From an optimization exercise on the open Yosys and OpenROAD flow, aimed at small area, a short achievable clock period and few clock cycles per item; shortcuts taken in it are not production practice.
Where RTL was checked, it was by simulation tests only, not by an equivalence proof against the original.
For runs 2 and 3, only the layout was checked, not whether the RTL still works.

==> flow/design.v, too long to show whole: its modules and the start of the top module <==
// module serac_cascade: 3136 lines
module serac_cascade (
    input  wire        clk,
    input  wire        rst,         
    input  wire        cfg_we,
    input  wire [5:0]  cfg_addr,    
    input  wire [31:0] cfg_data,
    input  wire        clr_state,   
    input  wire        in_valid,
    output wire        in_ready,
    input  wire [31:0] in_x,
    output reg         out_valid,
    output reg  [31:0] out_y
);
  // ...
==> flow/flow/run.sh <==
#!/bin/bash
set -euo pipefail
R=$PWD/orfs/results/sky130hd/serac_cascade/base
bash standard.sh synth > synth.log 2>&1
python3 flow/fa_polarity.py $R/1_2_yosys.v $R/1_2_yosys.pol.v > fa_polarity.log 2>&1
cp $R/1_2_yosys.v $R/1_2_yosys.std.v
mv $R/1_2_yosys.pol.v $R/1_2_yosys.v
rm -f $R/1_synth.odb $R/1_synth.sdc
bash standard.sh SETUP_SLACK_MARGIN=15 \
    "BUFFER_PORTS_ARGS=-buffer_cell sky130_fd_sc_hd__buf_4" \
    CTS_CLUSTER_SIZE=30 CTS_CLUSTER_DIAMETER=80 \
    finish > standard_flow.log 2>&1
==> flow/flow/fa_polarity.py <==
#!/usr/bin/env python3
"""Remove inverters between full adders in a flat sky130 gate netlist.

A full adder satisfies FA(~a, ~b, ~c) = ~FA(a, b, c) on both outputs. Each
fa cell may therefore be "flipped": its inputs and its outputs complemented.
The pass strips the removable inverters (inv_* cells whose output is not a
port or an assign operand), chooses the flips by local search so that as few
inversions as possible remain, and puts back one inverter per net that still
needs its complement. Registers and every other cell are left as they are.

usage: fa_polarity.py in.v out.v
"""
import re
import sys
from collections import defaultdict

OUT_PINS = {"X", "Y", "Q", "Q_N", "SUM", "COUT", "HI", "LO"}

src = open(sys.argv[1]).read()
m = re.search(r"\bmodule\s+(\S+)\s*\((.*?)\);", src, re.S)
ports = set(p.strip().lstrip("\\") for p in m.group(2).split(","))

inst_re = re.compile(r"^(\s*)(sky130_fd_sc_hd__\w+)\s+(\S+)\s*\((.*?)\);\s*$", re.S | re.M)
pin_re = re.compile(r"\.(\w+)\(\s*(.*?)\s*\)\s*(?:,|$)", re.S)

cells = []          # [type, name, {pin: net}, span]
for mt in inst_re.finditer(src):
    pins = dict(pin_re.findall(mt.group(4)))
    cells.append([mt.group(2), mt.group(3), pins, mt.span()])

def base(n):
    n = n.strip()
    n = re.sub(r"\[\d+\]$", "", n)
    return n.lstrip("\\").strip()

assign_nets = set()
for am in re.finditer(r"^\s*assign\s+(.*?);", src, re.S | re.M):
    for tok in re.findall(r"\\?[A-Za-z_$][\w$.\[\]\\]*(?:\s*\[\d+\])?", am.group(1)):
        assign_nets.add(tok.strip())

def is_port(n):
    return base(n) in ports

drv = {}
for i, (t, name, pins, _) in enumerate(cells):
    for p, n in pins.items():
        if p in OUT_PINS:
            drv[n] = (i, p)

def is_inv(t):
    return re.match(r"sky130_fd_sc_hd__(inv|clkinv)_\d+$", t) is not None

removable = set()
for i, (t, name, pins, _) in enumerate(cells):
    if is_inv(t) and t.endswith("inv_1"):
        y = pins["Y"]
        if not is_port(y) and y not in assign_nets and not y.startswith("\\"):
            removable.add(i)

def logical(n):
    """(source net, parity) following removable inverters."""
    par = 0
    seen = 0
    while n in drv and drv[n][0] in removable:
        n = cells[drv[n][0]][2]["A"]
        par ^= 1
        seen += 1
        if seen > 100:
            break
    return n, par

isfa = [t.startswith("sky130_fd_sc_hd__fa_") for (t, _, _, _) in cells]
XSWAP = {"sky130_fd_sc_hd__xor2_1": "sky130_fd_sc_hd__xnor2_1",
         "sky130_fd_sc_hd__xnor2_1": "sky130_fd_sc_hd__xor2_1"}
isx = [t in XSWAP for (t, _, _, _) in cells]     # output polarity may flip

# loads: (cell index, pin, source net, parity)
loads = []
for i, (t, name, pins, _) in enumerate(cells):
    if i in removable:
        continue
    for p, n in pins.items():
        if p in OUT_PINS:
            continue
        if not n or n.startswith("1'"):
            continue
        s, par = logical(n)
        if par == 0 and s == n:
            continue       # not through a removable inverter: leave alone,
                           # unless the cell is an fa (it may flip)
        loads.append((i, p, s, par))
# fa input pins that are not behind an inverter still matter if the fa flips
for i, (t, name, pins, _) in enumerate(cells):
    if i in removable or not isfa[i]:
        continue
    for p in ("A", "B", "CIN"):
        n = pins[p]
        s, par = logical(n)
        if par == 0 and s == n:
            loads.append((i, p, s, 0))
# loads of fa outputs that are not behind an inverter
fa_out_nets = {}
for i, (t, name, pins, _) in enumerate(cells):
    if isfa[i]:
        for p in ("SUM", "COUT"):
            fa_out_nets[pins[p]] = i
    if isx[i]:
        fa_out_nets[pins["X" if "X" in pins else "Y"]] = i
have = set((l[0], l[1]) for l in loads)
for i, (t, name, pins, _) in enumerate(cells):
    if i in removable:
        continue
    for p, n in pins.items():
        if p in OUT_PINS or (i, p) in have:
            continue
        if n in fa_out_nets:
            loads.append((i, p, n, 0))
# ports / assigns driven by fa outputs can not change polarity: pin the fa
pinned = set()
for n, i in fa_out_nets.items():
    if is_port(n) or n in assign_nets:
        pinned.add(i)
# constants feeding fa inputs: the fa may still flip (use the other constant)

def src_fa(s):
    d = drv.get(s)
    if d and (isfa[d[0]] or isx[d[0]]):
        return d[0]
    return None

by_src = defaultdict(list)
for li, (i, p, s, par) in enumerate(loads):
    by_src[s].append(li)
cell_srcs = defaultdict(set)
for s, lis in by_src.items():
    g = src_fa(s)
    if g is not None:
        cell_srcs[g].add(s)
    for li in lis:
        i = loads[li][0]
        if isfa[i]:
            cell_srcs[i].add(s)

phi = [0] * len(cells)

def need(li):
    i, p, s, par = loads[li]
    r = par
    if isfa[i]:
        r ^= phi[i]
    g = src_fa(s)
    if g is not None:
        r ^= phi[g]
    return r

def cost_src(s):
    if s.startswith("1'"):
        return 0
    return 1 if any(need(li) for li in by_src[s]) else 0

def total():
    return sum(cost_src(s) for s in by_src)

import random
random.seed(1)
before = total()
flippable = [f for f in range(len(cells)) if (isfa[f] or isx[f]) and f not in pinned]
cur = before
best = cur
best_phi = list(phi)
T = 2.0
steps = 60 * len(flippable)
passes = 0
for it in range(steps):
    f = random.choice(flippable)
    ss = cell_srcs[f]
    c0 = sum(cost_src(x) for x in ss)
    phi[f] ^= 1
    c1 = sum(cost_src(x) for x in ss)
    d = c1 - c0
    if d <= 0 or random.random() < pow(2.718, -d / T):
        cur += d
        if cur < best:
            best = cur
            best_phi = list(phi)
    else:
        phi[f] ^= 1
    T = max(0.02, 2.0 * (1 - it / steps))
phi = best_phi
# final greedy cleanup
improved = True
while improved:
    improved = False
    passes += 1
    for f in flippable:
        ss = cell_srcs[f]
        c0 = sum(cost_src(x) for x in ss)
        phi[f] ^= 1
        c1 = sum(cost_src(x) for x in ss)
        if c1 < c0:
            improved = True
        else:
            phi[f] ^= 1
after = total()

# rebuild
newpins = {}
inv_for = {}
extra = []
k = 0
for li, (i, p, s, par) in enumerate(loads):
    r = need(li)
    if r == 0:
        newpins[(i, p)] = s
    else:
        if s.startswith("1'"):
            newpins[(i, p)] = "1'h1" if s.endswith("0") else "1'h0"
            continue
        if s not in inv_for:
            k += 1
            nn = "_fapol_%d_" % k
            inv_for[s] = nn
            extra.append((s, nn))
        newpins[(i, p)] = inv_for[s]

out = []
pos = 0
for i, (t, name, pins, span) in enumerate(cells):
    out.append(src[pos:span[0]])
    pos = span[1]
    if i in removable:
        continue
    ren = {}
    if isx[i] and phi[i]:
        t = XSWAP[t]
        ren = {"X": "Y", "Y": "X"}
    body = []
    for p, n in pins.items():
        p = ren.get(p, p) if p in ("X", "Y") else p
        body.append("    .%s(%s )" % (p, newpins.get((i, ren.get(p, p) if ren else p), n)))
    out.append("  %s %s (\n%s\n  );" % (t, name, ",\n".join(body)))
rest = src[pos:]
decl = "".join("  wire %s;\n" % nn for (_, nn) in extra)
insts = "".join("  sky130_fd_sc_hd__inv_1 _fapol_inv_%d_ (\n    .A(%s ),\n    .Y(%s )\n  );\n"
                % (j + 1, s, nn) for j, (s, nn) in enumerate(extra))
rest = rest.replace("endmodule", insts + "endmodule", 1)
text = "".join(out) + rest
# declare new wires after the module header
text = re.sub(r"(\bmodule\s+\S+\s*\(.*?\);\n)", lambda mm: mm.group(1) + decl, text, count=1, flags=re.S)
open(sys.argv[2], "w").write(text)
nflip = sum(phi)
sys.stderr.write("fa_polarity: %d removable inverters, %d -> %d needed, %d fa flipped, %d passes\n"
                 % (len(removable), before, after, nflip, passes))
==> flow/standard.sh <==
#!/bin/bash
# synth_recipe.tcl (not shown) runs the flow's synth.tcl, then flattens the netlist and writes it again
# the make line also repeats each setting of config.mk as NAME=value (left out here)
make -C /OpenROAD-flow-scripts/flow DESIGN_CONFIG=/design/flow/config.mk WORK_HOME=/design/flow/orfs CLKGATE_MAP_FILE= SYNTH_SCRIPT=/design/flow/synth_recipe.tcl "${@:-finish}"
==> flow/config.mk <==
export PLATFORM = sky130hd
export DESIGN_NAME = serac_cascade
export DESIGN_NICKNAME = serac_cascade
export VERILOG_FILES = /design/flow/design.v
export SDC_FILE = /design/flow/constraint.sdc
export NUM_CORES = 8
export LEC_CHECK = 0
export CAP_MARGIN = 20
export CORE_MARGIN = 2
export CORE_UTILIZATION = 40
export PLACE_DENSITY = 0.6
export SETUP_SLACK_MARGIN = 0.5
export SLEW_MARGIN = 20
==> flow/constraint.sdc <==
create_clock -name core_clock -period 20.0 [get_ports {clk}]
set_input_delay 4.0000 -clock core_clock [delete_from_list [all_inputs] [get_ports {clk}]]
set_output_delay 4.0000 -clock core_clock [all_outputs]
set_load 0.01 [all_outputs]
==> results_dict.tcl, run 1 <==
set metrics [dict create \
    grt_max_degree 64 \
    via_per_inst 6.59 \
    final_common_cell "a22oi_1" \
    crit_cells 1 \
    status "complete, no violations" \
    num-multi-input-gates 13200 \
    initial_utilization_pct 40.2 \
    grt_pass1_vias 172000 \
    drtIter0Drc 26000 \
    finalMaxSlewViolations 0 \
    layout_common_cells "3407 x a22oi_1, 2413 x fa_1, 2086 x edfxtp_1" \
    dpl_cell_area_um2 229000 \
    ff_latch_area_um2 84500 \
    layout.sequential_cells 3155 \
    largest_class "multi-input combinational cells" \
    seq_area_share_pct 35.0 \
    overflow 0 \
    r2r_slack_ns 14.75 \
    clkCellAreaFrac_pct 2.65 \
    grtUsageMet2_pct 46.5 \
    post_drt_wl_per_cell_um 36.3 \
    buf_share_pct 3.29 \
    grt_most_used_layer "met2" \
    n_all_inverters 643 \
    fin_setup_tns_ns 0 \
    cts_tree "done" \
    worstSetupPathType "flip-flop to primary output" \
    critPathBufInv 1 \
    drt-met1-wl_mm 337 \
    endpoint_kind "primary output" \
    highest_layer "met5" \
    dpl.cell_count 24900 \
]
Testbench counts, summed over its fixed seeds: cycles 18,610, items 3,840.
==> run 2: changes to the inputs <==
--- a/flow/design.v
+++ b/flow/design.v
@@ -19,17 +19,17 @@
         reg h, m, l;
         begin
             for (j = 0; j < 16; j = j + 1) begin
                 h = x[2*j+1];
                 m = x[2*j];
                 l = (j == 0) ? 1'b0 : x[2*j-1];
                 booth[3*j]   = m ^ l;
                 booth[3*j+1] = (h & ~m & ~l) | (~h & m & l);
-                booth[3*j+2] = h;
+                booth[3*j+2] = h & ~(m & l);       
             end
         end
     endfunction
     function [32:0] pprow(input [2:0] d, input [31:0] m);
         pprow = (({33{d[0]}} & {m[31], m}) | ({33{d[1]}} & {m, 1'b0})) ^ {33{d[2]}};
     endfunction
     function [127:0] ks2(input [63:0] a, input [63:0] b);
         reg [63:0] g, p, g2, p2;
@@ -139,17 +139,16 @@
             last_sec <= wd_r[2:0];
     end
     reg         ph;                 
     reg  [1:0]  busy;               
     reg  [2:0]  nsec0, nsec1;       
     reg  [1:0]  cnt;                
     reg         inbuf_v;
     reg  [31:0] inbuf_x;
-    reg         in_ready_r;         
     reg         in_ready_o;         
     reg         vA, lastA;
     reg  [2:0]  secA;
     reg  [7:0]  ohA;                
     reg  [47:0] xd_A;               
     reg  [31:0] b0_A;
     reg         vB, lastB;
     reg  [2:0]  secB;
@@ -3065,40 +3064,38 @@
     wire [7:0]  oh_n   = 8'd1 << sec_n;
     wire [2:0]  sh_n   = rd3(oh_n, shv);
     wire [31:0] x_in   = inbuf_v ? inbuf_x : in_x;
     wire [47:0] xd0    = booth(shsat(h0, sh_n));
     wire [47:0] xd1    = booth(shsat(h1, sh_n));
     wire [47:0] xdi    = booth(shsat({{4{x_in[31]}}, x_in}, sh_n));
     wire [47:0] xd_n   = cont ? (sel0 ? xd1 : xd0) : xdi;
     wire        fwd    = vD && secD == secA;
-    wire accept = in_valid & in_ready_r;
+    wire accept = in_valid & ~inbuf_v;            
     wire inbuf_next = (inbuf_v | accept) & ~start;
     always @(posedge clk) begin
         if (rst) begin
             ph         <= 1'b0;
             busy       <= 2'b00;
             cnt        <= 2'd3;
             inbuf_v    <= 1'b0;
-            in_ready_r <= 1'b1;
             in_ready_o <= 1'b1;
             vA         <= 1'b0;
             vB         <= 1'b0;
             vC         <= 1'b0;
             vD         <= 1'b0;
             out_valid  <= 1'b0;
         end else begin
             ph         <= ~ph;
             if (issue) begin
                 if (nt) busy[1] <= ~last_n;
                 else    busy[0] <= ~last_n;
             end
             cnt        <= start ? 2'd0 : (cnt == 2'd3 ? 2'd3 : cnt + 2'd1);
             inbuf_v    <= inbuf_next;
-            in_ready_r <= ~inbuf_next;
             in_ready_o <= ~inbuf_next;
             vA         <= issue;
             vB         <= vA;
             vC         <= vB;
             vD         <= vC;
             out_valid  <= vB & lastB;
         end
     end
@@ -3126,11 +3123,11 @@
         yd_C  <= sel0 ? yd1 : yd0;
         w1_C  <= w1_cs;
         w2_C  <= w2_cs;
         a1_C  <= rd32(ohB, a1v);
         a2_C  <= rd32(ohB, a2v);
         secD  <= secC;
         v1_D  <= v1_cs;
         v2_D  <= v2_cs;
-        out_y <= y;
+        out_y <= rst ? 32'd0 : y;
     end
 endmodule
==> flow/flow/run.sh (replaced) <==
#!/bin/bash
set -euo pipefail
R=$PWD/orfs/results/sky130hd/serac_cascade/base
bash standard.sh synth > synth.log 2>&1
python3 flow/fa_polarity.py $R/1_2_yosys.v $R/1_2_yosys.pol.v > fa_polarity.log 2>&1
cp $R/1_2_yosys.v $R/1_2_yosys.std.v
mv $R/1_2_yosys.pol.v $R/1_2_yosys.v
rm -f $R/1_synth.odb $R/1_synth.sdc
bash standard.sh SETUP_SLACK_MARGIN=15 \
    "BUFFER_PORTS_ARGS=-buffer_cell sky130_fd_sc_hd__buf_4" \
    CTS_CLUSTER_SIZE=26 CTS_CLUSTER_DIAMETER=70 \
    finish > standard_flow.log 2>&1
==> results_dict.tcl, run 2 <==
set metrics [dict create \
    clockRootBuffer "clkbuf_16" \
    fp.dieW_um 751 \
    relSlewSlack_pct 15.6 \
    dr.pass1.iters 10 \
    via_per_inst 6.54 \
    grt_max_degree 69 \
    die_y_um 751 \
    synth_area_per_cell_um2 11.7 \
    io_pins 109 \
    worstSetupPathType "flip-flop to primary output" \
    period_share_pct 27.7 \
    worst_pin_slew_ns 1.27 \
    gp_congestion 0.998 \
    synthCells 19100 \
    clkLatencyLatePin_ns 1.09 \
    max-clock-path-buffers 4 \
    core.rowCount 274 \
    fin_ws_ns 14.46 \
    ff_latch_area_um2 84800 \
    post_drt_wl_per_cell_um 36.2 \
    vias 172000 \
    num-nets-final 21600 \
    critPathTopFamily "flip-flops" \
    drtIter0Drc 25400 \
    final_common_cell "a22oi_1" \
    grt_pass1_vias 175000 \
    antenna_left 0 \
    cap_violations 0 \
    drc 0 \
    setup_viol_count_final 0 \
    fmax_ghz 0.180 \
    period_minus_slack_ns 5.54 \
    drive_gt1_share_pct 12.2 \
    area_delta_synth_final_pct 10.8 \
    overflow 0 \
    grt_pass1_wl_mm 1330 \
    fin_skew_ns 0.176 \
    critPathMaxStageDelay_ns 0.46 \
    initial_utilization_pct 40.1 \
    clk_pin_slew_ns 0.09 \
    dp_slack_ns 12.60 \
    fin_setup_tns_ns 0 \
    synthesis.area_um2 223000 \
    drt-total-wl_mm 951 \
    layout_common_cells "3435 x a22oi_1, 2416 x fa_1, 2086 x edfxtp_1" \
    critPathBufInv 1 \
    hold_viol_final 0 \
    multi_input_area_um2 134000 \
    postCtsHoldBufs 0 \
    endpoint_kind "primary output" \
    hold_class "flip-flop to flip-flop" \
    antenna_found_initial 91 \
    fillerInstances 50900 \
    grt_usage_pct 32.7 \
    die_area_um2 564000 \
    worstPathArrival_ns 1.54 \
    finalMaxSlewViolations 0 \
    yosysWarningCount 1 \
    slowest_stage "dfxtp_4" \
    portBuffers 108 \
    cts_inserted_buffers 196 \
    hpwl_mm 602 \
    required_ns 16.00 \
    startpoint_type "flip-flop" \
    rsz0062_at_grt "yes" \
    crit_chain "buf_6" \
    top_regs "s1r: 376 flops, s2r: 368 flops" \
    clock-sinks 3172 \
    crit_path_max_fanout 1 \
    largest_reg_flops 376 \
    hold_slack_ns 0.335 \
    htreeDepth 4 \
    cts_tree "done" \
    top_register "s1r" \
    fp.coreArea_um2 556000 \
    status "complete, no violations" \
]
## run 2: per-layer routing
layer / GRT usage [%] / vias up / part of all wire, %
met3: 11.2 / 4048 / 13
met2: 48.9 / 13600 / 42
met1: 39.9 / 87000 / 35
met5: 0.438 / - / 0.046
met4: 22.3 / 32 / 8.7
li1: - / 67100 / -
## run 2: path summary, 6_finish.rpt
check / from / to / slack, ns / depth (start not counted)
max: in_ready_o / in_ready / 14.46 / 1
min: lastA / lastB / 0.33 / 0
max reg2reg: p0_B[33] / xd_A[8] / 14.57 / 18
min reg2reg: lastA / lastB / 0.33 / 0
## run 2: cell type report
class	instances	area share, %
clock buffers	251	2.17
multi-input cells	13500	54.1
repair buffers	1008	3.72
repair inverters	1	0.00202
clock inverters	110	0.691
inverters	665	1.04
flip-flops and latches	3172	34.3
well taps	7452	3.77
diodes	153	0.155
## run 2: what timing repair did
item,4_1_cts,5_1_grt
cloned,15,4
resized for setup,726,349
endpoints found under the setup margin,815,479
pin swaps,127,116
buffers inserted,167,86
## run 2: per-stage QoR
step	area [µm²]	utilization [%]	std cells
floorplan	223000	-	19100
global placement	232000	41.8	25500
detailed placement	232000	41.8	25500
CTS	244000	44.0	26000
global route	247000	44.4	26200
finish	247000	44.4	26300
==> run 3: changes to the inputs <==
--- a/flow/flow/run.sh
+++ b/flow/flow/run.sh
@@ -8,5 +8,5 @@
 rm -f $R/1_synth.odb $R/1_synth.sdc
 bash standard.sh SETUP_SLACK_MARGIN=15 \
     "BUFFER_PORTS_ARGS=-buffer_cell sky130_fd_sc_hd__buf_4" \
-    CTS_CLUSTER_SIZE=26 CTS_CLUSTER_DIAMETER=70 \
+    CTS_CLUSTER_SIZE=26 CTS_CLUSTER_DIAMETER=70 REMOVE_ABC_BUFFERS=1 \
     finish > standard_flow.log 2>&1
==> results_dict.tcl, run 3 <==
set metrics [dict create \
    drt-total-wl_mm 968 \
    worstPathArrival_ns 1.64 \
    hpwl_mm 620 \
    relSlewSlack_pct 17.9 \
    critPathTopFamily "flip-flops" \
    setup_viol_count_final 0 \
    antenna_left 0 \
    grt_pass1_vias 175000 \
    status "complete, no violations" \
    fin_ws_ns 14.36 \
    drive_gt1_share_pct 12.8 \
    top_regs "s1r: 376 flops, s2r: 368 flops" \
    drc 0 \
    rsz0062_at_grt "yes" \
    cts_inserted_buffers 236 \
    vias 173000 \
    largest_reg_flops 376 \
    gp_congestion 0.999 \
    worstSetupPathType "flip-flop to primary output" \
    io_pins 109 \
    overflow 0 \
    critPathBufInv 1 \
    yosysWarningCount 1 \
    grt_usage_pct 33.4 \
    required_ns 16.00 \
    drtIter0Drc 25200 \
    top_register "s1r" \
    area_delta_synth_final_pct 11.9 \
    portBuffers 108 \
    slowest_stage "dfxtp_4" \
    grt_pass1_wl_mm 1350 \
    max-clock-path-buffers 4 \
    postCtsHoldBufs 0 \
    fin_setup_tns_ns 0 \
    dr.pass1.iters 12 \
    layout_common_cells "3438 x a22oi_1, 2408 x fa_1, 2086 x edfxtp_1" \
    via_per_inst 6.57 \
    grt_max_degree 73 \
    worst_pin_slew_ns 1.23 \
    period_share_pct 28.2 \
    cap_violations 0 \
    synth_area_per_cell_um2 11.7 \
    fin_skew_ns 0.108 \
    critPathMaxStageDelay_ns 0.44 \
    hold_viol_final 0 \
    fp.coreArea_um2 556000 \
    final_common_cell "a22oi_1" \
    crit_path_max_fanout 1 \
    post_drt_wl_per_cell_um 36.8 \
    period_minus_slack_ns 5.64 \
    clockRootBuffer "clkbuf_16" \
    num-nets-final 21600 \
    die_area_um2 564000 \
    synthCells 19100 \
    htreeDepth 4 \
    finalMaxSlewViolations 0 \
    fp.dieW_um 751 \
    clkLatencyLatePin_ns 1.06 \
    cts_tree "done" \
    fmax_ghz 0.177 \
    die_y_um 751 \
    clk_pin_slew_ns 0.09 \
    synthesis.area_um2 223000 \
    startpoint_type "flip-flop" \
    crit_chain "buf_8" \
    dp_slack_ns 12.12 \
    core.rowCount 274 \
    hold_class "flip-flop to flip-flop" \
    clock-sinks 3172 \
    initial_utilization_pct 40.1 \
    antenna_found_initial 78 \
    endpoint_kind "primary output" \
]
==> run 3: cell types whose count changed in the layout (fill, tap and decap cells not counted), sizes merged, moves of 6 or more <==
cell / previous run / this run
clkinv: 52 / 65
clkinvlp: 8 / 14
clkbuf: 258 / 273
diode: 153 / 64
inv: 709 / 759
buf: 994 / 1004
==> run 3: cell type report <==
cell class	instances	area (µm²)
diodes	64	160
clock buffers	263	6140
clock inverters	180	2690
fillers	51100	307000
inverters	665	2610
multi-input cells	13500	134000
flip-flops and latches	3172	84800
well taps	7452	9320
repair buffers	1022	10100
repair inverters	1	5.00
==> run 3: per-layer routing <==
layer,share of wire [%],track usage [%],vias to the layer above
met2,41,48.2,14000
met3,14,13.0,3736
li1,-,-,67200
met1,36,41.3,87600
met4,8.5,22.5,56
met5,0.11,1.02,-
==> run 3: worst reg2reg max path: cells and delay by family, from the launching register on <==
kind / cells / cell delay (ns)
AOI/OAI and AO/OA: 8 / 1.82
and+or+nand+nor: 8 / 1.57
adders and majority gates: 3 / 1.08
buffers and inverters: 2 / 0.40
DFF: 1 / 0.33
xor gates and xnor gates: 1 / 0.15
==> run 3: path summary, 6_finish.rpt <==
kind	cells past startpoint	end	from	slack, ns
hold reg to reg	0	secC[0]	secB[0]	0.33
setup reg to reg	22	xd_A[5]	p0_B[45]	14.55
setup / recovery	1	in_ready	in_ready_o	14.36
hold / removal	0	secC[0]	secB[0]	0.33
==> run 3: timing repair <==
action	CTS	global route
resized for setup	865	355
gates cloned	21	4
endpoints found under the hold margin	0	0
endpoints found under the setup margin	842	569
setup buffers	180	118
pin swaps	162	98
==> run 3: per-stage QoR <==
stage | hold slack, ns | instance area [µm²] | util (%) | cells
finish | 0.335 | 250000 | 44.9 | 26300
global route | 0.343 | 249000 | 44.9 | 26200
CTS | 0.333 | 247000 | 44.4 | 26100
detailed placement | 0.312 | 232000 | 41.7 | 25400
global placement | 0.311 | 232000 | 41.7 | 25400
floorplan | 0.310 | 216000 | - | 17300

==> what the ideal ports hide <==
In the flow no input, the clock included, has a driving cell. The finished layouts below were timed again as built, in two steps.
Step 1 (the two cells are an assumption about what drives the block):
set clk [get_ports {clk}]
set_driving_cell -lib_cell sky130_fd_sc_hd__clkbuf_16 $clk
set_driving_cell -lib_cell sky130_fd_sc_hd__buf_2 [delete_from_list [all_inputs] $clk]
Step 2, shift: input delay + t, output delay - t, t = (earliest + latest rising clock arrival at the registers) / 2. This alone moves slack from input paths to output paths.
Slacks: ideal / step 1 / step 2; pairs: ideal / step 1.
| run | t (ns) | slack for setup (ns) | clock arrival spread, ns | cell pins on the clock port's net |
|---|---|---|---|---|
| run 1 | 1.085 | 14.307 / 14.191 / 13.763 | 0.144 / 0.145 | 1 |
| run 2 | 1.124 | 14.458 / 14.344 / 13.428 | 0.186 / 0.186 | 1 |
| run 3 | 1.123 | 14.364 / 14.244 / 13.469 | 0.112 / 0.112 | 1 |
After both steps setup and hold are still met in every run listed. The setup slack of run 2, which loses most, moves by -0.114 ns with the drivers and by -1.030 ns with both steps.
